From an optimization exercise on the open Yosys and OpenROAD flow, aimed at small area and a short achievable clock period; shortcuts taken in it are not production practice. In this exercise RTL edits were held to simulation tests only and were not proved equivalent to the original. Power and IR drop assume default switching activity.

==> flow/config.mk <==
export PLATFORM = sky130hd
export DESIGN_NAME = mce_core
export DESIGN_NICKNAME = mce_core
export VERILOG_FILES = /design/flow/design.v
export SDC_FILE = /design/flow/constraint.sdc
export NUM_CORES = 8
export LEC_CHECK = 0
export CAP_MARGIN = 20
export CORE_MARGIN = 2
export CORE_UTILIZATION = 40
export SLEW_MARGIN = 20
export SYNTH_HIERARCHICAL = 1
==> flow/constraint.sdc <==
create_clock -name core_clock -period 15.0 [get_ports {clk}]
set_input_delay 3.0000 -clock core_clock [delete_from_list [all_inputs] [get_ports {clk}]]
set_output_delay 3.0000 -clock core_clock [all_outputs]
set_load 0.01 [all_outputs]
==> flow/design.v <==
module mce_core (
    input  wire         clk,
    input  wire         rst,             
    input  wire         arm,             
    input  wire         stop,            
    input  wire         issue_en,        
    input  wire [13:0]  start_addr,
    input  wire [39:0]  start_va,
    input  wire [14:0]  cslen,
    input  wire [79:0]  cdm,             
    input  wire [255:0] lreg,            
    input  wire [15:1]  cmap_latch,      
    input  wire         hflag,
    input  wire         lclr,
    input  wire [15:1]  cond_in,
    input  wire         fail_any_in,
    input  wire         fail_all_in,
    output wire [13:0]  cs_addr,
    input  wire [159:0] cs_word,
    output wire [11:0]  vtt_idx,
    input  wire [39:0]  vtt_data,
    output wire         issue_valid,
    output wire [39:0]  issue_va,
    output wire [5:0]   issue_tset,
    output wire [3:0]   issue_lset,
    output wire [2:0]   issue_thr,
    output wire         issue_gate,
    output wire         issue_trig,
    output wire         issue_mark,
    output wire [7:0]   issue_evt,
    output wire [3:0]   issue_pmu,
    output wire [3:0]   issue_dacq,
    output wire         busy,
    output wire         waiting,
    output wire [13:0]  upc,
    output wire [39:0]  va,
    output wire [3:0]   lsp,
    output wire [4:0]   rsp,
    output wire [3:0]   flags,
    output wire [17:0]  latches,         
    output wire [3:0]   stopcause,
    output wire [13:0]  faddr,
    output wire         evt_stopflt,
    output wire         evt_cs_parity,
    output wire         evt_wait_to,
    output wire [31:0]  csparerr,
    output wire [31:0]  waitto,
    input  wire [2:0]   cnt_sel,
    output wire [31:0]  cnt_q
);
    reg         busy_q;
    reg  [13:0] upc_q;
    reg  [39:0] va_q;
    reg  [15:0] wcnt_q;                  
    reg  [31:0] cnt_r [0:7];
    reg  [3:0]  flags_q;
    reg         gate_q;
    reg  [17:1] latch_q;
    reg  [2:0]  stopcause_q;
    reg  [13:0] faddr_q;
    reg         evt_stopflt_q, evt_cs_parity_q, evt_wait_to_q;
    reg  [31:0] csparerr_q, waitto_q;
    reg  [3:0]  lsp_q;
    reg  [13:0] ls_start [0:7];
    reg  [2:0]  ls_ctr   [0:7];
    reg  [39:0] ls_va    [0:7];
    reg         ls_rst   [0:7];
    reg  [4:0]  rsp_q;
    reg  [13:0] rs_addr [0:15];
    reg  [39:0] rs_va   [0:15];
    wire [159:0] w = cs_word;
    wire [13:0] f_nxt   = w[13:0];
    wire [2:0]  f_bmode = w[16:14];
    wire [4:0]  f_wsel  = w[37:33];
    wire        f_wpol  = w[38];
    wire [15:0] f_wto   = w[54:39];
    wire [3:0]  f_lop   = w[58:55];
    wire [2:0]  f_lsel  = w[61:59];
    wire [4:0]  f_vop   = w[66:62];
    wire [3:0]  f_cap   = w[84:81];
    wire [3:0]  f_flg   = w[100:97];
    wire [17:0] f_imm   = w[121:104];
    wire [255:0] cnt_flat = {cnt_r[7], cnt_r[6], cnt_r[5], cnt_r[4],
                             cnt_r[3], cnt_r[2], cnt_r[1], cnt_r[0]};
    wire        range_bad = cslen[14] ? 1'b0 :
                            (cslen == 15'd0) ? (upc_q != 14'd0) : (upc_q >= cslen[13:0]);
    wire        par_bad;
    mce_parity u_parity (.w(w), .bad(par_bad));
    wire        attempt  = busy_q & issue_en;
    wire        issuing  = attempt & ~range_bad & ~par_bad;
    wire        first    = ~|wcnt_q;
    wire [17:1] latch_set  = {fail_all_in, fail_any_in, cond_in & cmap_latch};
    wire [17:1] latch_view = latch_q | latch_set;
    wire [31:0] cond;
    assign cond[0]     = 1'b0;
    assign cond[15:1]  = (cmap_latch & latch_view[15:1]) | (~cmap_latch & cond_in);
    assign cond[16]    = 1'b1;
    assign cond[17]    = latch_view[16];
    assign cond[18]    = latch_view[17];
    assign cond[19]    = hflag;
    genvar g;
    generate
        for (g = 0; g < 8; g = g + 1) begin : g_cnz
            assign cond[20 + g] = |cnt_r[g];
        end
    endgenerate
    assign cond[31:28] = flags_q;
    wire [17:1] is_latch = {2'b11, cmap_latch};
    function [17:1] latch_of;
        input [4:0] code;
        input [17:1] il;
        reg [31:0] oh;
        begin
            oh = 32'd1 << code;
            latch_of = {oh[18:17], oh[15:1]} & il;
        end
    endfunction
    wire        has_wait  = |f_wsel;
    wire        wait_seen = cond[f_wsel] ^ f_wpol;
    wire        timed_out = has_wait & ~wait_seen & (|f_wto) & (wcnt_q == f_wto);
    wire        final_iss = ~has_wait | wait_seen | timed_out;
    assign vtt_idx = f_imm[11:0];
    wire [39:0] word_va, va_after;
    mce_va_add u_va_add (
        .va_q(va_q), .vtt_data(vtt_data), .imm(f_imm), .lsel(f_lsel), .cnt(cnt_flat),
        .vop(f_vop[2:0]), .word_va(word_va), .va_after(va_after));
    wire        lsp_empty = (lsp_q == 4'd0);
    wire        lsp_full  = lsp_q[3];
    wire        rsp_empty = (rsp_q == 5'd0);
    wire        rsp_full  = rsp_q[4];
    wire [2:0]  ltop  = lsp_q[2:0] - 3'd1;
    wire [3:0]  rtop  = rsp_q[3:0] - 4'd1;
    wire [2:0]  t_ctr = ls_ctr[ltop];
    wire        bm_multi = (f_bmode >= 3'd1) & (f_bmode <= 3'd4);
    wire        bm_ret   = (f_bmode == 3'd5);
    wire        bm_call  = (f_bmode == 3'd6);
    wire        bm_loop  = (f_bmode == 3'd7);
    wire        lop_wr, lop_begin, lop_brk, same, tc_one, tc_zero;
    wire [31:0] val_a, val_b;
    mce_cnt_next u_cnt_next (
        .cnt(cnt_flat), .lreg(lreg), .imm(f_imm), .lsel(f_lsel), .lop(f_lop),
        .t_ctr(t_ctr), .bm_loop(bm_loop),
        .lop_wr(lop_wr), .lop_begin(lop_begin), .lop_brk(lop_brk), .same(same),
        .tc_one(tc_one), .tc_zero(tc_zero), .val_a(val_a), .val_b(val_b));
    wire        lfault = (lop_begin & lsp_full) | (lop_brk & lsp_empty) | (bm_loop & lsp_empty);
    wire        rfault = (bm_ret & rsp_empty) | (bm_call & rsp_full);
    wire        stack_fault = lfault | rfault;
    wire        ls_push  = lop_begin;
    wire        ls_pop   = lop_brk | (bm_loop & tc_one);
    wire        loop_dec = bm_loop & ~tc_one & ~tc_zero;
    wire        loop_back = bm_loop & ~tc_one;
    wire [4:0]  code0 = cdm[5*w[20:17] +: 5];
    wire [4:0]  code1 = cdm[5*w[24:21] +: 5];
    wire [4:0]  code2 = cdm[5*w[28:25] +: 5];
    wire [4:0]  code3 = cdm[5*w[32:29] +: 5];
    wire [3:0]  bbit;
    assign bbit[0] = bm_multi & cond[code0];
    assign bbit[1] = bm_multi & (f_bmode >= 3'd2) & cond[code1];
    assign bbit[2] = bm_multi & (f_bmode >= 3'd3) & cond[code2];
    assign bbit[3] = bm_multi & (f_bmode == 3'd4) & cond[code3];
    wire [13:0] next_pc = bm_ret    ? rs_addr[rtop] :
                          loop_back ? ls_start[ltop] :
                                      {f_nxt[13:4], f_nxt[3:0] | bbit};
    wire        va_from_rs = bm_ret & (f_vop[2:0] == 3'd4);
    wire        va_from_ls = loop_back & ls_rst[ltop];
    wire [39:0] va_saved   = va_from_rs ? rs_va[rtop] : ls_va[ltop];
    wire [17:1] consume = (bbit[0] ? latch_of(code0, is_latch) : 17'd0) |
                          (bbit[1] ? latch_of(code1, is_latch) : 17'd0) |
                          (bbit[2] ? latch_of(code2, is_latch) : 17'd0) |
                          (bbit[3] ? latch_of(code3, is_latch) : 17'd0) |
                          ((has_wait & wait_seen) ? latch_of(f_wsel, is_latch) : 17'd0);
    wire arm_idle    = arm & ~busy_q;
    wire normal_end  = issuing & final_iss & ~timed_out & ~stop;
    wire to_end      = issuing & timed_out & ~stop;
    wire commit      = normal_end & ~stack_fault;
    wire end_flag    = (f_flg == 4'd13);
    wire [1:0] flg_idx = f_flg[1:0] - 2'd1;
    always @(posedge clk) begin
        if (rst) begin
            latch_q <= 17'd0;
        end else begin
            latch_q <= (latch_q & ~(((lclr | arm_idle) ? 17'h1FFFF : 17'd0) |
                                    (commit ? consume : 17'd0))) | latch_set;
        end
    end
    integer n;
    always @(posedge clk) begin
        for (n = 0; n < 8; n = n + 1) begin
            if (rst | arm_idle)
                cnt_r[n] <= 32'd0;
            else if (commit & lop_wr & (f_lsel == n))
                cnt_r[n] <= val_a;
            else if (commit & loop_dec & ~same & (t_ctr == n))
                cnt_r[n] <= val_b;
        end
    end
    always @(posedge clk) begin
        for (n = 0; n < 8; n = n + 1) begin
            if (lsp_q == n) begin
                ls_start[n] <= f_nxt;
                ls_ctr[n]   <= f_lsel;
                ls_va[n]    <= va_after;
                ls_rst[n]   <= f_lop[0];
            end
        end
        for (n = 0; n < 16; n = n + 1) begin
            if (rsp_q == n) begin
                rs_addr[n] <= upc_q + 14'd1;
                rs_va[n]   <= va_after;
            end
        end
    end
    always @(posedge clk) begin
        if (rst) begin
            busy_q <= 1'b0;
            upc_q <= 14'd0;
            va_q <= 40'd0;
            wcnt_q <= 16'd0;
            flags_q <= 4'd0;
            gate_q <= 1'b0;
            stopcause_q <= 3'd0;
            faddr_q <= 14'd0;
            evt_stopflt_q <= 1'b0;
            evt_cs_parity_q <= 1'b0;
            evt_wait_to_q <= 1'b0;
            csparerr_q <= 32'd0;
            waitto_q <= 32'd0;
            lsp_q <= 4'd0;
            rsp_q <= 5'd0;
        end else if (!busy_q) begin
            if (arm) begin
                busy_q <= 1'b1;
                upc_q <= start_addr;
                va_q <= start_va;
                wcnt_q <= 16'd0;
                flags_q <= 4'd0;
                gate_q <= 1'b0;
                stopcause_q <= 3'd0;
                faddr_q <= 14'd0;
                evt_stopflt_q <= 1'b0;
                evt_cs_parity_q <= 1'b0;
                evt_wait_to_q <= 1'b0;
                lsp_q <= 4'd0;
                rsp_q <= 5'd0;
            end
        end else begin
            if (attempt && !range_bad && par_bad)
                csparerr_q <= csparerr_q + 32'd1;
            if (issuing) begin
                va_q <= (commit & (va_from_rs | va_from_ls)) ? va_saved : va_after;
                if (f_cap == 4'd1) gate_q <= 1'b1;
                if (f_cap == 4'd2) gate_q <= 1'b0;
                if (~&wcnt_q) wcnt_q <= wcnt_q + 16'd1;
                if (first) begin
                    if (f_flg >= 4'd1 && f_flg <= 4'd4)   flags_q[flg_idx] <= 1'b1;
                    if (f_flg >= 4'd5 && f_flg <= 4'd8)   flags_q[flg_idx] <= 1'b0;
                    if (f_flg >= 4'd9 && f_flg <= 4'd12)  flags_q[flg_idx] <= ~flags_q[flg_idx];
                end
            end
            if (stop) begin
                busy_q <= 1'b0;
                stopcause_q <= 3'd2;
                faddr_q <= upc_q;
            end else if (attempt && range_bad) begin
                busy_q <= 1'b0;
                stopcause_q <= 3'd7;
                faddr_q <= upc_q;
                evt_stopflt_q <= 1'b1;
            end else if (attempt && par_bad) begin
                busy_q <= 1'b0;
                stopcause_q <= 3'd4;
                faddr_q <= upc_q;
                evt_stopflt_q <= 1'b1;
                evt_cs_parity_q <= 1'b1;
            end else if (to_end) begin
                wcnt_q <= 16'd0;
                upc_q <= {f_nxt[13:1], 1'b1};
                waitto_q <= waitto_q + 32'd1;
                evt_wait_to_q <= 1'b1;
                if (end_flag) begin
                    busy_q <= 1'b0;
                    stopcause_q <= 3'd1;
                    faddr_q <= upc_q;
                end
            end else if (normal_end) begin
                wcnt_q <= 16'd0;
                if (stack_fault) begin
                    busy_q <= 1'b0;
                    stopcause_q <= lfault ? 3'd5 : 3'd6;
                    faddr_q <= upc_q;
                    evt_stopflt_q <= 1'b1;
                end else begin
                    upc_q <= next_pc;
                    if (ls_pop)       lsp_q <= lsp_q - 4'd1;
                    else if (ls_push) lsp_q <= lsp_q + 4'd1;
                    if (bm_ret)       rsp_q <= rsp_q - 5'd1;
                    else if (bm_call) rsp_q <= rsp_q + 5'd1;
                    if (end_flag) begin
                        busy_q <= 1'b0;
                        stopcause_q <= 3'd1;
                        faddr_q <= upc_q;
                    end
                end
            end
        end
    end
    assign cs_addr     = upc_q;
    assign issue_valid = issuing;
    assign issue_va    = word_va;
    assign issue_tset  = w[72:67];
    assign issue_lset  = w[76:73];
    assign issue_thr   = w[103:101];
    assign issue_gate  = (f_cap == 4'd1) | (f_cap == 4'd3) | ((f_cap != 4'd2) & gate_q);
    assign issue_trig  = first & (f_cap == 4'd4);
    assign issue_mark  = first & (f_cap == 4'd5);
    assign issue_evt   = first ? w[92:85] : 8'd0;
    assign issue_pmu   = first ? w[80:77] : 4'd0;
    assign issue_dacq  = first ? w[96:93] : 4'd0;
    assign busy          = busy_q;
    assign waiting       = busy_q & ~first;
    assign upc           = upc_q;
    assign va            = va_q;
    assign lsp           = lsp_q;
    assign rsp           = rsp_q;
    assign flags         = flags_q;
    assign latches       = {latch_q, 1'b0};
    assign stopcause     = {1'b0, stopcause_q};
    assign faddr         = faddr_q;
    assign evt_stopflt   = evt_stopflt_q;
    assign evt_cs_parity = evt_cs_parity_q;
    assign evt_wait_to   = evt_wait_to_q;
    assign csparerr      = csparerr_q;
    assign waitto        = waitto_q;
    assign cnt_q         = cnt_r[cnt_sel];
endmodule
module mce_parity (
    input  wire [159:0] w,
    output wire         bad
);
    wire [7:0] slice_par;
    genvar g;
    generate
        for (g = 0; g < 8; g = g + 1) begin : g_par
            assign slice_par[g] = ^{w[19*g +: 19], w[152 + g]};
        end
    endgenerate
    assign bad = |slice_par;
endmodule
module mce_va_add (
    input  wire [39:0]  va_q,
    input  wire [39:0]  vtt_data,
    input  wire [17:0]  imm,
    input  wire [2:0]   lsel,
    input  wire [255:0] cnt,
    input  wire [2:0]   vop,
    output wire [39:0]  word_va,
    output wire [39:0]  va_after
);
    wire        is_idx  = (vop == 3'd6);
    wire        is_rel  = (vop == 3'd5);
    wire        sel_vtt = (vop == 3'd2) | (vop == 3'd3) | is_idx;
    wire        inc     = (vop == 3'd0) | (vop == 3'd2) | is_rel | is_idx;
    wire [31:0] cnt_l;
    wire [7:0]  oh;
    mce_dec u_dec (.sel(lsel), .vop(vop), .oh(oh));
    mce_cmux u_cmux (.oh(oh), .cnt(cnt), .q(cnt_l));
    wire [39:0] add_a   = sel_vtt ? vtt_data : va_q;
    wire [39:0] add_b   = {8'd0, cnt_l} | ({40{is_rel}} & {{22{imm[17]}}, imm});
    wire [39:0] pg_p [0:6];
    wire [39:0] pg_g [0:6];
    assign pg_p[0] = add_a ^ add_b;
    assign pg_g[0] = add_a & add_b;
    genvar g, b;
    generate
        for (g = 0; g < 6; g = g + 1) begin : g_ks
            for (b = 0; b < 40; b = b + 1) begin : g_bit
                if (b >= (1 << g)) begin : g_op
                    assign pg_g[g + 1][b] = pg_g[g][b] | (pg_p[g][b] & pg_g[g][b - (1 << g)]);
                    assign pg_p[g + 1][b] = pg_p[g][b] & pg_p[g][b - (1 << g)];
                end else begin : g_pass
                    assign pg_g[g + 1][b] = pg_g[g][b];
                    assign pg_p[g + 1][b] = pg_p[g][b];
                end
            end
        end
    endgenerate
    wire [39:0] cy0 = {pg_g[6][38:0], 1'b0};
    wire [39:0] cy1 = {pg_g[6][38:0] | pg_p[6][38:0], 1'b1};
    assign word_va  = pg_p[0] ^ cy0;
    assign va_after = pg_p[0] ^ (inc ? cy1 : cy0);
endmodule
module mce_cnt_next (
    input  wire [255:0] cnt,
    input  wire [255:0] lreg,
    input  wire [17:0]  imm,
    input  wire [2:0]   lsel,
    input  wire [3:0]   lop,
    input  wire [2:0]   t_ctr,
    input  wire         bm_loop,
    output wire         lop_wr,
    output wire         lop_begin,
    output wire         lop_brk,
    output wire         same,
    output wire         tc_one,
    output wire         tc_zero,
    output wire [31:0]  val_a,
    output wire [31:0]  val_b
);
    wire        op_imm  = (lop == 4'd1) | (lop == 4'd2) | (lop == 4'd5);
    wire        op_lreg = (lop == 4'd3) | (lop == 4'd4) | (lop == 4'd6);
    wire        op_dec  = (lop == 4'd7);
    wire        op_inc  = (lop == 4'd8);
    assign      lop_begin = (lop >= 4'd1) & (lop <= 4'd4);
    assign      lop_brk   = (lop == 4'd9);
    assign      lop_wr    = op_imm | op_lreg | op_dec | op_inc;
    wire [31:0] c_l    = cnt[32*lsel +: 32];
    wire [31:0] lreg_l = lreg[32*lsel +: 32];
    wire [31:0] c_t    = cnt[32*t_ctr +: 32];
    wire        cl_z   = (c_l == 32'd0);
    wire        cl_1   = (c_l == 32'd1);
    wire        cl_2   = (c_l == 32'd2);
    wire        cl_m   = &c_l;
    wire [31:0] src    = op_imm ? {14'd0, imm} : op_lreg ? lreg_l : c_l;
    wire [31:0] s_m1   = src - 32'd1;
    wire [31:0] s_m2   = {src[31:1] - 31'd1, src[0]};
    wire [31:0] s_p1   = src + 32'd1;
    wire [31:0] lop_val = op_dec ? (cl_z ? src : s_m1) :
                          op_inc ? (cl_m ? src : s_p1) : src;
    wire [31:0] lop_m1  = op_dec ? s_m2 :
                          op_inc ? (cl_m ? s_m1 : src) : s_m1;
    wire        lv_one  = op_imm  ? (imm == 18'd1) :
                          op_lreg ? (lreg_l == 32'd1) :
                          op_dec  ? cl_2 :
                          op_inc  & cl_z;
    wire        lv_zero = op_imm  ? (imm == 18'd0) :
                          op_lreg ? (lreg_l == 32'd0) :
                          op_dec  & (cl_z | cl_1);
    assign same    = lop_wr & (lsel == t_ctr);
    assign tc_one  = same ? lv_one  : (c_t == 32'd1);
    assign tc_zero = same ? lv_zero : (c_t == 32'd0);
    assign val_a   = (same & bm_loop & ~lv_one & ~lv_zero) ? lop_m1 : lop_val;
    assign val_b   = c_t - 32'd1;
endmodule
module mce_dec (
    input  wire [2:0]   sel,
    input  wire [2:0]   vop,
    output wire [7:0]   oh
);
    genvar i;
    generate
        for (i = 0; i < 8; i = i + 1) begin : g_oh
            assign oh[i] = (vop == 3'd6) & (sel == i);
        end
    endgenerate
endmodule
module mce_cmux (
    input  wire [7:0]   oh,
    input  wire [255:0] cnt,
    output reg  [31:0]  q
);
    integer i;
    always @(*) begin
        q = 32'd0;
        for (i = 0; i < 8; i = i + 1)
            q = q | ({32{oh[i]}} & cnt[32*i +: 32]);
    end
endmodule
==> flow/flow/run.sh <==
#!/bin/bash
# Standard layout (the standard.sh) with these changes to how it is made:
#  - port buffers use the smallest buffer cell;
#  - timing repair aims for more setup slack than the clock period needs;
#  - clock tree: larger sink clusters, no dummy loads.
# Each tool's full output stays in its own log under orfs/logs/; make's output
# goes to flow_make.log in this folder.
set -euo pipefail
bash standard.sh \
  "BUFFER_PORTS_ARGS=-buffer_cell sky130_fd_sc_hd__buf_1" \
  SETUP_SLACK_MARGIN=6.5 \
  "CTS_ARGS=-sink_clustering_enable -repair_clock_nets -dont_use_dummy_load -sink_clustering_size 20 -sink_clustering_max_diameter 100" \
  finish > flow_make.log 2>&1
==> flow/standard.sh <==
#!/bin/bash
# synth_recipe.tcl (not shown) runs the flow's synth.tcl, then flattens the netlist and writes it again
# the make line also repeats each setting of config.mk as NAME=value (left out here)
make -C /OpenROAD-flow-scripts/flow DESIGN_CONFIG=/design/flow/config.mk WORK_HOME=/design/flow/orfs CLKGATE_MAP_FILE= SYNTH_SCRIPT=/design/flow/synth_recipe.tcl "${@:-finish}"
==> reports/metrics.cfg, run 1 <==
[finish]
area_delta_synth_final_pct=16.6
final_cell_area_sq_um=114000
final_nets=10470
final_common_cell=edfxtp_1
final_cell_mix=edfxtp_1 (1328), nand2_1 (1047), buf_1 (883), buf_4 (462), dfxtp_1 (441)
drive_gt1_frac=0.178
utilization=0.469

[power_and_ir_drop]
switching_power_mw=2.97
sequentialPowerShare=0.531
switching_share=0.289
p_per_area_nw_per_um2=90.2
ir_worst_vdd_uv=108
power_leakage_nw=37.9
internal-power_mw=7.30
p_comb_frac=0.183
p_clk_frac=0.286

[floorplanning]
start_util=0.402
io_pins=950
dieWidth_microns=498
die-area_sq_um=248000
core_area_sq_um=243000
row_count=181
die-height_microns=498

[drt]
drc=0
vias=90615
drt_iter0_markers=15012
ant_nets=0
viasPerCell=6.95
drt_pass1_iterations=7
wl_microns=542000
wire_per_inst_microns=41.6

[clocking]
clkSinkCount=1770
cts_tree=built
insertion_delay_ns=0.84
cts_buffer_depth=3
cts-root-buf=clkbuf_16
cts_buffers=111
cts_max_level=3
cts.clk_slew.worst_paths_ns=0.08

[critical_path]
worst_setup_path_start_kind=input pin
crit_type=input pin to output pin
crit_arrival_ns=6.56
end_kind=output pin
required_ns=12.00
r2r_cells=28
cp_max_fo=8

[timing]
drv_slew=0
fin_crit_sh=0.638
period_needed_ns=9.56
finalSetupViolations=0
max_freq_mhz=105
slew_headroom=0.131
worst_pin_slew_ns=1.30
grt_setup_unrepaired=yes
hold_viol_final=0
fin_tns_setup_ns=0
clock-skew-final_ns=0.143

[global_routing]
grtUsageTotal=0.419
grt-ovfl-total=0
grt_pass1_vias=81709
antenna_found_initial=122
grt_first_pass_wirelength_microns=720000
grt_max_degree=128

[min_path]
hold_depth=1
min_path_type=flip-flop to flip-flop

[placed_design]
io_buffers=947
dpl.hpwl_microns=383000
gp_congestion=1.09
placed_cell_area_sq_um=105000

[logic_synthesis]
synth.avg_cell_area_sq_um=11.0
synth_area_leader_cell=edfxtp_1
syn-cell-area_sq_um=97600
yosysTopAreaCellShare=0.408
synth_ff_type=edfxtp_1
yosys_warnings=16
ys_seq_area_frac=0.499
ys_async_sr_fraction=0
syn_inst=8847
synth_area_leaders=edfxtp_1 (41%), dfxtp_1 (9.1%), mux4_2 (5.8%), nand2_1 (4.1%), a22oi_1 (3.5%)
ys_ff_latch=1770
synth-edff-count=1328
yosysUniqueCellTypes=153

[job]
cap_violations=0

[outcome]
status=complete, no violations

==> power by group through the flow <==
stage / registers (mW) / clock network [mW] / logic (mW)
2_1_floorplan: 5.54 / 0 / 0.853
4_1_cts: 5.45 / 2.94 / 1.77
3_5_place_dp: 5.56 / 0 / 1.63
6_report: 5.45 / 2.93 / 1.88
5_1_grt: 5.45 / 3.08 / 1.91
3_3_place_gp: 5.56 / 0 / 1.62
==> registers in the layout, summed over array words and instances, names as in the netlist, 3 cells and up <==
signal and cells:
rs_va 640, ls_va 320, cnt_r 256, rs_addr 224
ls_start 112, va_q 40, csparerr_q 32, waitto_q 32
ls_ctr 24, latch_q 17, wcnt_q 16, faddr_q 14
upc_q 14, ls_rst 8, rsp_q 5, flags_q 4
lsp_q 4, stopcause_q 3
==> Yosys stat by module (local to each module, per instance) <==
module | cells | times used | flops+latches
mce_core | 6670 | 1 | 1770
mce_cnt_next | 1221 | 1 | 0
mce_va_add | 609 | 1 | 0
mce_parity | 149 | 1 | 0
mce_cmux | 184 | 1 | 0
mce_dec | 14 | 1 | 0
==> critical path, cell delays in order <==
cell	delay, ns
buf_12	0.12
or3b_4	0.31
nor3_4	0.06
buf_12	0.15
buf_16	0.16
a22oi_2	0.18
nand4_1	0.56
nand2b_4	0.36
ha_4	0.34
nand2_4	0.09
or3_4	0.43
nor3_4	0.17
and2_4	0.18
a21oi_2	0.07
xor2_1	0.15
buf_2	0.18
==> repair_timing <==
action	4_1_cts	5_1_grt
buffers inserted	117	79
resized for setup	587	157
hold buffers	0	0
endpoints found under the setup margin	379	290
pin swaps	137	112
cloned	13	3
==> worst paths after layout <==
path,slack [ns],end,from
setup / recovery,5.44,issue_va[39],cs_word[63]
setup reg to reg,6.67,va_q[29],lsp_q[0]
hold / removal,0.48,faddr_q[2],faddr_q[2]
hold reg to reg,0.48,faddr_q[2],faddr_q[2]
==> Yosys cell counts (20+ instances only) <==
library cell / n
nor4_1: 117
buf_6: 43
a31oi_1: 217
nor3_1: 120
nand2_1: 1078
a22o_1: 75
xnor2_1: 274
buf_2: 107
nand2b_1: 44
o22ai_1: 99
a22oi_1: 450
clkbuf_1: 457
mux2i_1: 298
a21o_1: 46
buf_4: 79
edfxtp_1: 1328
a222oi_1: 98
buf_1: 56
xor2_1: 104
a211oi_1: 124
o221ai_1: 23
ha_1: 85
nand4_1: 217
nand3b_1: 28
mux2_2: 96
o21ai_1: 38
and2_1: 81
dfxtp_1: 442
and3_1: 105
or3_1: 32
nor2b_1: 41
o211ai_1: 27
a21oi_1: 446
inv_1: 85
o21ai_0: 447
mux4_2: 252
a221oi_1: 117
o31ai_1: 20
nand3_1: 220
nor2_1: 364
mux4_1: 24
==> area by class of cell <==
class	count	area [sq um]
diodes	105	263
clock buffers	111	2780
fillers	22295	129000
inverters	92	367
multi-input cells	6242	48600
flip-flops and latches	1770	48700
well taps	3202	4010
repair buffers	1520	9110
==> per-layer routing <==
metal | global-route usage | vias up | routed length, microns
li1 | - | 36294 | -
met1 | 0.526 | 45350 | 196000
met2 | 0.599 | 7433 | 225000
met3 | 0.156 | 1480 | 77000
met4 | 0.276 | 58 | 43900
met5 | 0.00965 | - | 767
==> kinds of logic after synthesis <==
logic type,count (synthesis),share of synthesized area
AO/OA/AOI/OAI,2470,0.173
multiplexers,676,0.107
AND/OR/NAND/NOR,2617,0.133
other,1,0.0000384
XOR/XNOR,387,0.0359
buffers and inverters,840,0.0410
adder cells (fa/ha/maj),86,0.0111
flip-flops,1770,0.499
==> through the flow <==
step | instances | power, mW | setup slack [ns] | hold WS [ns]
floorplan | 8848 | 6.40 | 6.34 | 0.480
global placement | 12606 | 7.18 | 4.35 | 0.452
detailed placement | 12610 | 7.19 | 4.40 | 0.456
CTS | 12851 | 10.2 | 5.62 | 0.483
global route | 12992 | 10.5 | 5.48 | 0.502
finish | 13042 | 10.3 | 5.44 | 0.482
==> run 2, diff against run 1 <==
==> flow/flow/run.sh (replaced) <==
#!/bin/bash
# Standard layout (the standard.sh) with these changes to how it is made:
#  - synthesis: the standard flow's script, but the non-critical modules mce_core (top
#    level logic) and mce_cnt_next are mapped by ABC for area (synth_own.tcl);
#  - port buffers use the smallest buffer cell;
#  - timing repair aims for more setup slack than the clock period needs;
#  - clock tree: larger sink clusters, no dummy loads.
# Each tool's full output stays in its own log under orfs/logs/; make's output
# goes to flow_make.log in this folder.
set -euo pipefail
export OWN_FLOW_DIR="$PWD/flow"
export OWN_AREA_MODULES="mce_core mce_cnt_next"
bash standard.sh \
  "SYNTH_SCRIPT=$PWD/flow/synth_own.tcl" \
  "BUFFER_PORTS_ARGS=-buffer_cell sky130_fd_sc_hd__buf_1" \
  SETUP_SLACK_MARGIN=6.5 \
  "CTS_ARGS=-sink_clustering_enable -repair_clock_nets -dont_use_dummy_load -sink_clustering_size 20 -sink_clustering_max_diameter 100" \
  finish > flow_make.log 2>&1
==> flow/flow/abc_area.script (new file) <==
&get -n
&st
&dch
&nf -R 1000
&st
&syn2
&dch
&nf -R 1000
&put
==> flow/flow/synth_own.tcl (new file) <==
# The standard flow's synthesis script (synth_recipe.tcl) with one change: the modules named
# in OWN_AREA_MODULES are mapped by ABC with an area-oriented script
# (abc_area.script beside this file) instead of ORFS's speed script. Flop
# mapping, names and everything else are those of the standard synthesis.
set own_dir $::env(OWN_FLOW_DIR)
set fh [open $::env(SCRIPTS_DIR)/synth.tcl]
set orfs_synth [read $fh]
close $fh
set call "  log_cmd abc {*}\$abc_args\n"
if {[string first $call $orfs_synth] < 0} { error "synth_own.tcl: ORFS synth.tcl has no abc call to patch" }
set patch {
  set own_area_args [lreplace $abc_args 1 1 [file join $::env(OWN_FLOW_DIR) abc_area.script]]
  set own_amods {}
  set own_smods {}
  foreach m [split [string trim [tee -q -s result.string select -list-mod *]] "\n"] {
    if {[lsearch -exact $::env(OWN_AREA_MODULES) $m] >= 0} { lappend own_amods $m } else { lappend own_smods $m }
  }
  if {[llength $own_amods]} { log_cmd abc {*}$own_area_args {*}$own_amods }
  if {[llength $own_smods]} { log_cmd abc {*}$abc_args {*}$own_smods }
}
set patched [string map [list $call $patch] $orfs_synth]
set fh [open $::env(RESULTS_DIR)/synth_own_orfs.tcl w]
puts -nonewline $fh $patched
close $fh
set fh [open [file join $own_dir .. synth_recipe.tcl]]
set synth_recipe [read $fh]
close $fh
set src {source $::env(SCRIPTS_DIR)/synth.tcl}
if {[string first $src $synth_recipe] < 0} { error "synth_own.tcl: synth_recipe.tcl does not source ORFS synth.tcl" }
set synth_recipe [string map [list $src "source $::env(RESULTS_DIR)/synth_own_orfs.tcl"] $synth_recipe]
eval $synth_recipe
==> reports/metrics.cfg, run 2 <==
[outcome]
status=failed layout checks
violations=slew limit

[floorplanning]
start_util=0.402  ; about the same
die-height_microns=482  ; -3.2%
dieWidth_microns=482  ; -3.2%
row_count=175  ; -3.3%
io_pins=950  ; unchanged
core_area_sq_um=227000  ; -6.5%
die-area_sq_um=232000  ; -6.4%

[critical_path]
end_kind=output pin
required_ns=12.00  ; about the same
rr_endpoint=va_q[2]
crit_start=cs_word[59]
crit_type=input pin to output pin
max_stage_delay_ns=0.43  ; -0.13 ns
reg2reg_from=lsp_q[0]
cp_max_fo=7  ; -1
worst_setup_path_start_kind=input pin
crit_chain=clkbuf_16 -> buf_16 -> or3b_4 -> nor2_4 -> buf_12 -> buf_16 -> a22oi_2 -> nand4_1 -> a21o_4 -> ha_4 -> buf_12 -> nand4_1 -> buf_4 -> nor3_4 -> a41oi_2 -> o211ai_1 -> a21oi_2 -> xnor2_1 -> buf_2
crit_slowest_cell=or3b_4
crit_arrival_ns=6.58  ; +0.02 ns
r2r_cells=28  ; unchanged
worst-r2r-setup-slack_ns=6.35  ; -0.32 ns

[power_and_ir_drop]
sequentialPowerShare=0.518  ; -0.013
switching_power_mw=3.28  ; +11%
internal-power_mw=7.46  ; +2.2%
p_clk_frac=0.268  ; -0.018
p_per_area_nw_per_um2=98.3  ; +9.1%
p_comb_frac=0.214  ; +0.031
power_leakage_nw=35.0  ; -7.5%
switching_share=0.306  ; +0.0165
ir_worst_vdd_uv=106  ; -2.2%

[timing]
layout_setup_ws_ns=5.42  ; -0.0134 ns
slew_headroom=-0.0485  ; -0.179
hold_viol_final=0  ; unchanged
period_needed_ns=9.58  ; +0.0134 ns
max_freq_mhz=104  ; -0.14%
clock-skew-final_ns=0.130  ; -0.0124 ns
fin_tns_setup_ns=0  ; unchanged
finalSetupViolations=0  ; unchanged
drv_slew=68  ; +68
grt_setup_unrepaired=yes
fin_crit_sh=0.638  ; +0.000891
hold_ws_ns=0.486  ; +0.00424 ns
worst_pin_slew_ns=1.57  ; +0.278 ns

[logic_synthesis]
synth_area_leaders=edfxtp_1 (44%), dfxtp_1 (9.7%), o21ai_0 (4.5%), a22oi_1 (4.4%), mux2i_1 (4.3%)
syn_inst=8517  ; -3.7%
synth-edff-count=1328  ; unchanged
ys_seq_area_frac=0.533  ; +0.0343
synth.avg_cell_area_sq_um=10.7  ; -2.8%
synth_area_leader_cell=edfxtp_1
synth_most_common_cell=edfxtp_1
ys_async_sr_fraction=0  ; unchanged
yosys_warnings=16  ; unchanged
ys_top_cells_by_count=edfxtp_1 (1328), o21ai_0 (829), nand2_1 (766), a21oi_1 (690), nor2_1 (688)
yosysUniqueCellTypes=113  ; -26%
syn-cell-area_sq_um=91400  ; -6.4%
ys_ff_latch=1770  ; unchanged
synth_ff_type=edfxtp_1
yosysTopAreaCellShare=0.437  ; +0.0281

[drt]
ant_nets=0  ; unchanged
drt_pass1_iterations=10  ; +3
drc=0  ; unchanged
wl_microns=476000  ; -12%
viasPerCell=6.79  ; -2.3%
wire_per_inst_microns=36.5  ; -12%
drt_iter0_markers=14354  ; -4.4%
vias=88472  ; -2.4%

[clocking]
insertion_delay_ns=0.81  ; -0.03 ns
cts.clk_slew.worst_paths_ns=0.09  ; about the same
cts_buffers=108  ; -2.7%
cts_max_level=3  ; unchanged
cts-root-buf=clkbuf_16
cts_buffer_depth=3  ; unchanged
clkSinkCount=1770  ; unchanged
postCtsHoldBufs=0  ; unchanged
cts_tree=built

[finish]
area_delta_synth_final_pct=19.6
top_regs=rs_va (640), ls_va (320), cnt_r (256)
drive_gt1_frac=0.129  ; -0.0496
final_nets=10689  ; +2.1%
top_register=rs_va
final_common_cell=edfxtp_1
largest_register_ff_count=640  ; unchanged
final_cell_mix=edfxtp_1 (1328), buf_1 (875), o21ai_0 (804), nand2_1 (746), nor2_1 (632)

[global_routing]
grtUsageTotal=0.392  ; -0.0264
grt_first_pass_wirelength_microns=646000  ; -10%
grt-ovfl-total=0  ; unchanged
grt_max_degree=256  ; +100%
antenna_found_initial=80  ; -34%
grt_pass1_vias=80912  ; -0.98%

[placed_design]
io_buffers=947  ; unchanged
dpl_worst_slack_ns=4.36  ; -0.0439 ns
gp_congestion=1.06  ; -3.2%
dpl.hpwl_microns=314000  ; -18%

[min_path]
hold_depth=2  ; +1
min_path_type=flip-flop to flip-flop
min-delay-start=stopcause_q[0]
holdPathEnd=stopcause_q[0]

[job]
cap_violations=0  ; unchanged

-- run 2: cell count changes after synthesis, sizes merged, moves of 92 or more --
cell,delta
o21ai,+368
nand3,-92
mux4,-244
clkbuf,-451
mux2i,+94
nand2,-313
nor2,+320
clkinv,+172
a21oi,+243
buf,-186
-- run 2: per-module statistics from Yosys (local to each module, per instance) --
module        times used  cells inside  cell area, sq um  flops+latches
mce_va_add             1           609              4420              0
mce_cmux               1           184              1340              0
mce_dec                1            14              81.3              0
mce_core               1          5818             73900           1770
mce_cnt_next           1          1743             10200              0
mce_parity             1           149              1390              0
-- run 2: critical path: cells and delay by family --
family	cells	cell delay [ns]
simple gates	5	1.28
buf+inv	7	1.10
fa+ha+maj	1	0.17
xor+xnor	1	0.19
compound gates	5	0.83
-- run 2: logic make-up after synthesis --
| group | Yosys count | synth area share |
|---|---|---|
| AOI/OAI and AO/OA | 3155 | 0.224 |
| xor gates and xnor gates | 390 | 0.0386 |
| adders and majority gates | 86 | 0.0119 |
| buffers and inverters | 299 | 0.0164 |
| DFF | 1770 | 0.533 |
| muxes | 471 | 0.0566 |
| other | 1 | 0.0000410 |
| and+or+nand+nor | 2345 | 0.119 |
-- run 2: repair_timing --
item | 4_1_cts | 5_1_grt
resized for setup | 559 | 126
endpoints found under the setup margin | 394 | 332
pin swaps | 132 | 73
gates cloned | 12 | 2
setup buffers | 138 | 63
-- run 2: through the flow --
stage	util	instances	total power, mW	area [sq um]
2_1_floorplan	-	8518	6.73	91700
3_3_place_gp	0.444	12640	7.68	101000
3_5_place_dp	0.445	12640	7.70	101000
4_1_cts	0.475	12898	10.6	108000
5_1_grt	0.480	12997	11.0	109000
6_report	0.481	13031	10.7	109000
-- run 2: layout make-up --
| class | count | area, sq um |
|---|---|---|
| Inverter | 188 | 761 |
| Antenna cell | 68 | 170 |
| Timing Repair Buffer | 1435 | 8310 |
| Sequential cell | 1770 | 48700 |
| Timing Repair inverter | 3 | 26.3 |
| Fill cell | 20932 | 118000 |
| Multi-Input combinational cell | 6450 | 44800 |
| Clock buffer | 108 | 2700 |
| Tap cell | 3009 | 3760 |
-- run 2: power by group through the flow --
| stage | registers (mW) | logic [mW] | clock network, mW |
|---|---|---|---|
| floorplan | 5.66 | 1.07 | 0 |
| global placement | 5.67 | 2.01 | 0 |
| detailed placement | 5.67 | 2.03 | 0 |
| CTS | 5.56 | 2.17 | 2.88 |
| global route | 5.57 | 2.39 | 3.04 |
| finish | 5.57 | 2.30 | 2.87 |
-- run 2: worst max path at each step --
| stage | endpoint | depth (start not counted) |
|---|---|---|
| CTS | issue_va[34] | 18 |
| floorplan | issue_va[36] | 16 |
| finish | issue_va[36] | 19 |
| global placement | issue_va[35] | 16 |
| global route | issue_va[37] | 18 |
| detailed placement | issue_va[35] | 16 |
-- run 2: routing by layer --
| metal | wire, microns | track usage |
|---|---|---|
| met3 | 58200 | 0.121 |
| met2 | 206000 | 0.587 |
| met5 | 255 | 0 |
| met1 | 176000 | 0.495 |
| met4 | 35500 | 0.241 |
==> run 3, diff against run 2 <==
--- a/flow/design.v
+++ b/flow/design.v
@@ -356,9 +356,9 @@
     output wire [39:0]  word_va,
     output wire [39:0]  va_after
 );
-    wire        is_idx  = (vop == 3'd6);
-    wire        is_rel  = (vop == 3'd5);
-    wire        sel_vtt = (vop == 3'd2) | (vop == 3'd3) | is_idx;
+    wire        is_idx  = vop[2] & vop[1];
+    wire        is_rel  = vop[2] & vop[0];
+    wire        sel_vtt = vop[1];
     wire        inc     = (vop == 3'd0) | (vop == 3'd2) | is_rel | is_idx;
     wire [31:0] cnt_l;
     wire [7:0]  oh;
@@ -449,7 +449,7 @@
     genvar i;
     generate
         for (i = 0; i < 8; i = i + 1) begin : g_oh
-            assign oh[i] = (vop == 3'd6) & (sel == i);
+            assign oh[i] = vop[2] & vop[1] & (sel == i);
         end
     endgenerate
 endmodule
--- a/flow/config.mk
+++ b/flow/config.mk
@@ -5,8 +5,9 @@
 export SDC_FILE = /design/flow/constraint.sdc
 export NUM_CORES = 8
 export LEC_CHECK = 0
-export CAP_MARGIN = 20
+export CAP_MARGIN = 40
 export CORE_MARGIN = 2
 export CORE_UTILIZATION = 40
-export SLEW_MARGIN = 20
+export SLEW_MARGIN = 40
 export SYNTH_HIERARCHICAL = 1
+export TNS_END_PERCENT = 0
==> reports/metrics.cfg, run 3 <==
[floorplanning]
core_area_sq_um=227000  ; about the same
dieWidth_microns=482  ; about the same
row_count=175  ; unchanged
io_pins=950  ; unchanged
start_util=0.402  ; about the same
die-area_sq_um=233000  ; +0.16%
die-height_microns=482  ; about the same

[critical_path]
rr_endpoint=cnt_r[3][8]
reg2reg_from=lsp_q[1]
r2r_cells=27  ; -3.6%
worst-r2r-setup-slack_ns=5.50  ; -0.85 ns
crit_start=cs_word[63]
crit_arrival_ns=6.57  ; about the same
crit_path_end=issue_va[34]
end_kind=output pin
worst_setup_path_start_kind=input pin
required_ns=12.00  ; about the same
cp_max_fo=16  ; +9
crit_type=input pin to output pin

[timing]
max_freq_mhz=104  ; about the same
finalSetupViolations=0  ; unchanged
fin_crit_sh=0.638  ; about the same
fin_tns_setup_ns=0  ; unchanged
drv_slew=0  ; -100%
clock-skew-final_ns=0.121  ; -0.00889 ns
slew_headroom=0.307  ; +0.355
hold_viol_final=0  ; unchanged
layout_setup_ws_ns=5.43  ; +0.00438 ns
worst_pin_slew_ns=1.04  ; -0.537 ns
period_needed_ns=9.57  ; -0.00438 ns
grt_setup_unrepaired=yes

[drt]
drc=0  ; unchanged
viasPerCell=6.75  ; -0.55%
drt_iter0_markers=13352  ; -7.0%
vias=87421  ; -1.2%
wl_microns=473000  ; -0.60%
wire_per_inst_microns=36.5  ; about the same
drt_pass1_iterations=13  ; +3
ant_nets=0  ; unchanged

[power_and_ir_drop]
p_per_area_nw_per_um2=100  ; +2.1%
power_leakage_nw=33.8  ; -3.5%
ir_worst_vdd_uv=107  ; +0.51%
total_power_mw=10.7  ; about the same

[min_path]
min_path_type=flip-flop to flip-flop
hold_depth=2  ; unchanged

[placed_design]
dpl_worst_slack_ns=3.98  ; -0.372 ns
io_buffers=947  ; unchanged
gp_congestion=1.06  ; about the same
dpl.hpwl_microns=324000  ; +3.3%
place_inst=12719  ; +0.63%

[logic_synthesis]
synth-edff-count=1328  ; unchanged
synth.avg_cell_area_sq_um=10.7  ; -0.57%
yosys_warnings=16  ; unchanged
yosysUniqueCellTypes=103  ; -8.8%
syn_inst=8580  ; +0.74%
synth_area_leaders=edfxtp_1 (44%), dfxtp_1 (9.7%), o21ai_0 (4.6%), a22oi_1 (4.4%), mux2i_1 (4.4%)
ys_seq_area_frac=0.533  ; -0.000868
ys_ff_latch=1770  ; unchanged
synth_ff_type=edfxtp_1
yosysTopAreaCellShare=0.436  ; -0.000710
synth_area_leader_cell=edfxtp_1
ys_async_sr_fraction=0  ; unchanged
synth_most_common_cell=edfxtp_1
syn-cell-area_sq_um=91500  ; +0.16%
ys_top_cells_by_count=edfxtp_1 (1328), o21ai_0 (844), nand2_1 (766), nor2_1 (710), a21oi_1 (681)

[finish]
largest_register_ff_count=640  ; unchanged
fin_cells=12947  ; -0.64%
fill_cells=21164  ; +1.1%
top_register=rs_va
final_common_cell=edfxtp_1
final_cell_mix=edfxtp_1 (1328), buf_1 (924), o21ai_0 (815), nand2_1 (746), nor2_1 (662)
final_nets=10630  ; -0.55%
area_delta_synth_final_pct=16.9
top_regs=rs_va (640), ls_va (320), cnt_r (256)
drive_gt1_frac=0.0990  ; -0.0297

[global_routing]
grt_pass1_vias=80065  ; -1.0%
grt_first_pass_wirelength_microns=641000  ; -0.79%
antenna_found_initial=60  ; -25%
grt-ovfl-total=0  ; unchanged
grtUsageTotal=0.389  ; -0.00324
grt_max_degree=159  ; -38%

[clocking]
cts_tree=built
insertion_delay_ns=0.82  ; about the same
cts_max_level=3  ; unchanged
cts.clk_slew.worst_paths_ns=0.07  ; -0.02 ns
cts-root-buf=clkbuf_16
clkSinkCount=1770  ; unchanged
cts_buffer_depth=3  ; unchanged
cts_buffers=106  ; -1.9%

[outcome]
status=complete, no violations

[job]
cap_violations=0  ; unchanged

[run 3: changes by cell type after synthesis, moves of 8 or more]
cell,change
nor2_1,+22
a21oi_2,-10
buf_2,+16
and4_1,+10
a21oi_1,-9
o21a_1,+10
o21ai_0,+15
o21ai_1,-8
buf_4,-18
nand4_1,+11
clkbuf_1,+12
nand3_1,+8
[run 3: final cells by class]
class                           count  area (sq um)  area share
Inverter                          185           714     0.00668
Timing Repair Buffer             1321          6990      0.0654
Multi-Input combinational cell   6513         44000       0.411
Antenna cell                       43           108     0.00101
Sequential cell                  1770         48700       0.456
Tap cell                         3009          3760      0.0352
Clock buffer                      106          2650      0.0248
[run 3: critical path: stages]
cell	delay [ns]
buf_6	0.15
buf_12	0.16
nand3_4	0.10
nor3_4	0.06
buf_4	0.17
clkbuf_16	0.21
a22oi_1	0.23
nand4_1	0.17
a21o_4	0.26
ha_4	0.26
buf_4	0.15
and4_1	0.26
and4_4	0.25
and4_1	0.18
o21a_1	0.19
a211oi_2	0.36
xnor2_1	0.20
buf_2	0.18
[run 3: layer usage]
layer  GRT usage  wire length (microns)  up-vias
met1       0.489                 176000    43280
met4       0.236                  35000       36
li1            -                      -    36725
met3       0.122                  56200     1332
met5     0.00286                    327        -
met2       0.585                 205000     6048
[run 3: cells by family after synthesis]
kind of cell | share of synthesized area
compound gates | 0.225
other cells | 0.0000410
flops | 0.533
buf+inv | 0.0153
xor+xnor | 0.0374
simple gates | 0.121
fa+ha+maj | 0.0118
mux | 0.0568
[run 3: where the power goes]
part | internal [mW] | switching [mW] | total [mW]
Combinational | 0.670 | 1.65 | 2.32
Clock | 1.25 | 1.60 | 2.84
Sequential | 5.51 | 0.0732 | 5.58
[run 3: through the flow]
stage	hold slack (ns)	area (sq um)	utilization
2_1_floorplan	0.467	91600	-
3_3_place_gp	0.455	101000	0.444
3_5_place_dp	0.465	102000	0.448
4_1_cts	0.483	105000	0.462
5_1_grt	0.513	107000	0.470
6_report	0.483	107000	0.470
[run 3: worst min-delay path by stage]
stage | startpoint | to | slack [ns]
after floorplan | lsp_q[3] | lsp_q[3] | 0.47
after global placement | evt_wait_to_q | evt_wait_to_q | 0.45
after detailed placement | evt_wait_to_q | evt_wait_to_q | 0.47
after CTS | stopcause_q[0] | stopcause_q[0] | 0.48
after global routing | stopcause_q[0] | stopcause_q[0] | 0.51
final | stopcause_q[0] | stopcause_q[0] | 0.48
[run 3: what timing repair did]
item | in CTS | in global routing
resized for setup | 103 | 210
pin swaps | 5 | 70
endpoints found under the setup margin | 384 | 408
hold buffers | 0 | 0
buffers inserted | 2 | 69
cloned | 1 | 6
[run 3: modules after synthesis, one instance, submodules excluded]
| module | copies in the design | cells inside | flip-flops and latches | cell area (sq um) |
|---|---|---|---|---|
| mce_parity | 1 | 149 | 0 | 1390 |
| mce_core | 1 | 5818 | 1770 | 73900 |
| mce_dec | 1 | 13 | 0 | 88.8 |
| mce_cmux | 1 | 184 | 0 | 1340 |
| mce_cnt_next | 1 | 1743 | 0 | 10200 |
| mce_va_add | 1 | 673 | 0 | 4560 |
==> run 4, diff against run 3 <==
--- a/flow/flow/run.sh
+++ b/flow/flow/run.sh
@@ -13,6 +13,6 @@
 bash standard.sh \
   "SYNTH_SCRIPT=$PWD/flow/synth_own.tcl" \
   "BUFFER_PORTS_ARGS=-buffer_cell sky130_fd_sc_hd__buf_1" \
-  SETUP_SLACK_MARGIN=6.5 \
-  "CTS_ARGS=-sink_clustering_enable -repair_clock_nets -dont_use_dummy_load -sink_clustering_size 20 -sink_clustering_max_diameter 100" \
+  SETUP_SLACK_MARGIN=8 \
+  "CTS_ARGS=-sink_clustering_enable -repair_clock_nets -dont_use_dummy_load -sink_clustering_size 24 -sink_clustering_max_diameter 100" \
   finish > flow_make.log 2>&1
--- a/flow/config.mk
+++ b/flow/config.mk
@@ -5,9 +5,9 @@
 export SDC_FILE = /design/flow/constraint.sdc
 export NUM_CORES = 8
 export LEC_CHECK = 0
-export CAP_MARGIN = 40
+export CAP_MARGIN = 30
 export CORE_MARGIN = 2
 export CORE_UTILIZATION = 40
-export SLEW_MARGIN = 40
+export SLEW_MARGIN = 30
 export SYNTH_HIERARCHICAL = 1
 export TNS_END_PERCENT = 0
==> reports/metrics.cfg, run 4 <==
[timing]
fin_tns_setup_ns=0  ; unchanged
max_freq_mhz=103  ; -1.5%
drv_slew=0  ; unchanged
period_needed_ns=9.71  ; +0.141 ns
slew_headroom=0.235  ; -0.0714
hold_viol_final=0  ; unchanged
fin_crit_sh=0.648  ; +0.00941
clock-skew-final_ns=0.120  ; -0.00195 ns
finalSetupViolations=0  ; unchanged
grt_setup_unrepaired=yes
worst_pin_slew_ns=1.14  ; +0.106 ns

[logic_synthesis]
ys_ff_latch=1770  ; unchanged
syn-cell-area_sq_um=91500  ; unchanged
synth_most_common_cell=edfxtp_1
syn_inst=8580  ; unchanged
synth_area_leaders=edfxtp_1 (44%), dfxtp_1 (9.7%), o21ai_0 (4.6%), a22oi_1 (4.4%), mux2i_1 (4.4%)
synth-edff-count=1328  ; unchanged
ys_async_sr_fraction=0  ; unchanged
ys_top_cells_by_count=edfxtp_1 (1328), o21ai_0 (844), nand2_1 (766), nor2_1 (710), a21oi_1 (681)
yosys_warnings=16  ; unchanged
synth_area_leader_cell=edfxtp_1
ys_seq_area_frac=0.533  ; unchanged
synth_ff_type=edfxtp_1
yosysUniqueCellTypes=103  ; unchanged
yosysTopAreaCellShare=0.436  ; unchanged
synth.avg_cell_area_sq_um=10.7  ; unchanged

[placed_design]
gp_congestion=1.07  ; +1.4%
dpl.hpwl_microns=316000  ; -2.6%
io_buffers=947  ; unchanged
place_inst=12701  ; -0.14%
placed_cell_area_sq_um=101000  ; -0.50%

[power_and_ir_drop]
ir_worst_vdd_uv=98.8  ; -7.3%
p_per_area_nw_per_um2=99.0  ; -1.4%
power_leakage_nw=33.7  ; -0.20%
total_power_mw=10.6  ; -1.7%

[min_path]
min_path_type=flip-flop to flip-flop
holdPathEnd=evt_wait_to_q
min-delay-start=evt_wait_to_q
hold_depth=2  ; unchanged

[finish]
fin_cells=12941  ; -0.046%
largest_register_ff_count=640  ; unchanged
final_cell_area_sq_um=107000  ; -0.35%
final_nets=10627  ; -0.028%
drive_gt1_frac=0.0988  ; -0.000273
top_regs=rs_va (640), ls_va (320), cnt_r (256)
top_register=rs_va
area_delta_synth_final_pct=16.5
final_common_cell=edfxtp_1
utilization=0.469  ; -0.00163
final_cell_mix=edfxtp_1 (1328), buf_1 (915), o21ai_0 (818), nand2_1 (747), nor2_1 (664)

[clocking]
cts_buffer_depth=3  ; unchanged
cts_buffers=92  ; -13%
cts_max_level=3  ; unchanged
clkSinkCount=1770  ; unchanged
cts_tree=built
cts.clk_slew.worst_paths_ns=0.10  ; +0.03 ns
insertion_delay_ns=0.81  ; about the same
cts-root-buf=clkbuf_16

[floorplanning]
core_area_sq_um=227000  ; unchanged
die-area_sq_um=233000  ; unchanged
row_count=175  ; unchanged
io_pins=950  ; unchanged
dieWidth_microns=482  ; unchanged
start_util=0.402  ; unchanged
die-height_microns=482  ; unchanged

[global_routing]
grtUsageTotal=0.383  ; -0.00546
antenna_found_initial=72  ; +20%
grt_pass1_vias=79806  ; -0.32%
grt_max_degree=259  ; +63%
grt_first_pass_wirelength_microns=635000  ; -0.95%
grt-ovfl-total=0  ; unchanged

[critical_path]
r2r_cells=26  ; -3.7%
rr_endpoint=va_q[18]
worst-r2r-setup-slack_ns=5.82  ; +0.32 ns
reg2reg_from=lsp_q[0]
end_kind=output pin
crit_arrival_ns=6.71  ; +0.14 ns
crit_type=input pin to output pin
required_ns=12.00  ; about the same
worst_setup_path_start_kind=input pin
cp_max_fo=25  ; +9

[drt]
drt_pass1_iterations=8  ; -5
wire_per_inst_microns=35.9  ; -1.8%
wl_microns=464000  ; -1.8%
drc=0  ; unchanged
viasPerCell=6.74  ; -0.22%
drt_iter0_markers=12866  ; -3.6%
ant_nets=0  ; unchanged
vias=87192  ; -0.26%

[job]
cap_violations=0  ; unchanged

[outcome]
status=complete, no violations

-- run 4: cell counts after synthesis --
No cell type changed its count.
-- run 4: kinds of logic (layout without fill, tap and decap cells) --
logic type / Yosys count / count (layout) / share of synthesized area
AO/OA/AOI/OAI: 3177 / 3177 / 0.225
XOR/XNOR: 380 / 380 / 0.0374
adder cells (fa/ha/maj): 86 / 86 / 0.0118
buffers and inverters: 298 / 1609 / 0.0153
flip-flops: 1770 / 1770 / 0.533
multiplexers: 474 / 474 / 0.0568
other: 1 / 42 / 0.0000410
AND/OR/NAND/NOR: 2394 / 2394 / 0.121
-- run 4: repair_timing --
item / in CTS / in global routing
hold buffers: 0 / 0
gates resized for setup: 282 / 73
endpoints found under the setup margin: 1330 / 502
gates cloned: 7 / 1
hold endpoints to repair: 0 / 0
pin swaps: 71 / 25
setup buffers: 80 / 16
-- run 4: routing by layer --
metal	vias up	share of wire	global-route usage
li1	36694	-	-
met1	43073	0.37	0.490
met2	6067	0.43	0.571
met3	1312	0.12	0.120
met4	46	0.071	0.226
met5	-	0.00064	0
-- run 4: layout make-up --
class	count	area, sq um
diodes	40	100
clock buffers	92	2300
fillers	21162	121000
inverters	185	718
multi-input cells	6513	43900
flip-flops and latches	1770	48700
well taps	3009	3760
repair buffers	1332	7050
-- run 4: power by group --
part	internal, mW	switching (mW)	total (mW)
clock network	1.09	1.58	2.68
registers	5.51	0.0662	5.58
logic	0.678	1.62	2.30
total	7.28	3.27	10.6
-- run 4: how the worst max path moves through the flow --
stage | startpoint | end | slack, ns | cells past startpoint
floorplan | cs_word[61] | issue_va[37] | 6.45 | 14
global placement | cs_word[63] | issue_va[35] | 3.67 | 16
detailed placement | cs_word[63] | issue_va[25] | 3.62 | 16
CTS | cs_word[63] | issue_va[38] | 5.60 | 17
global route | cs_word[63] | issue_va[39] | 5.50 | 18
finish | cnt_sel[2] | cnt_q[6] | 5.29 | 9
-- run 4: critical path, stage by stage --
cell      delay (ns)
buf_1           0.07
buf_4           0.26
clkinv_1        0.53
buf_4           0.40
nor3_2          0.53
buf_4           0.56
a22oi_1         0.17
a31oi_1         0.94
buf_1           0.23
-- run 4: Yosys stat by module, one instance, submodules excluded --
module	cell area [sq um]	copies in the design	cells
mce_core	73900	1	5818
mce_dec	88.8	1	13
mce_cnt_next	10200	1	1743
mce_cmux	1340	1	184
mce_va_add	4560	1	673
mce_parity	1390	1	149
-- run 4: through the flow --
stage	hold WS, ns	setup slack [ns]
floorplan	0.467	6.45
global placement	0.463	3.67
detailed placement	0.462	3.62
CTS	0.486	5.60
global route	0.527	5.50
finish	0.500	5.29

==> port drivers added, routing unchanged <==
In the flow no input, the clock included, has a driving cell. The finished layouts below were timed again as built, in two steps.
Step 1, drivers: a clkbuf_16 drives clk and a buf_2 each remaining input, both assumed.
Step 2 moves the port delays by t, midway between the first and last clock arrival at a register: inputs arrive t later, outputs are due t later. That takes back most of the time a late clock gives input paths.
a / b / c = ideal / step 1 / step 2; a / b = the first two.
| run | shift t [ns] | slack for setup (ns) | worst setup path after step 2 | latest minus earliest clock arrival (ns) | slew at the worst register clock pin (ns) |
|---|---|---|---|---|---|
| run 1 | 0.869 | 5.437 / 5.262 / 5.262 | input to output | 0.152 / 0.151 | 0.09 / 0.09 |
| run 2 | 0.848 | 5.423 / 5.335 / 5.299 | input to register | 0.130 / 0.131 | 0.10 / 0.10 |
| run 3 | 0.850 | 5.428 / 5.236 / 5.138 | input to register | 0.121 / 0.122 | 0.10 / 0.10 |
| run 4 | 0.844 | 5.286 / 5.260 / 4.929 | input to register | 0.120 / 0.120 | 0.11 / 0.11 |
For run 4, which loses most, drivers alone change the setup slack by -0.026 ns; drivers and shift together by -0.357 ns.
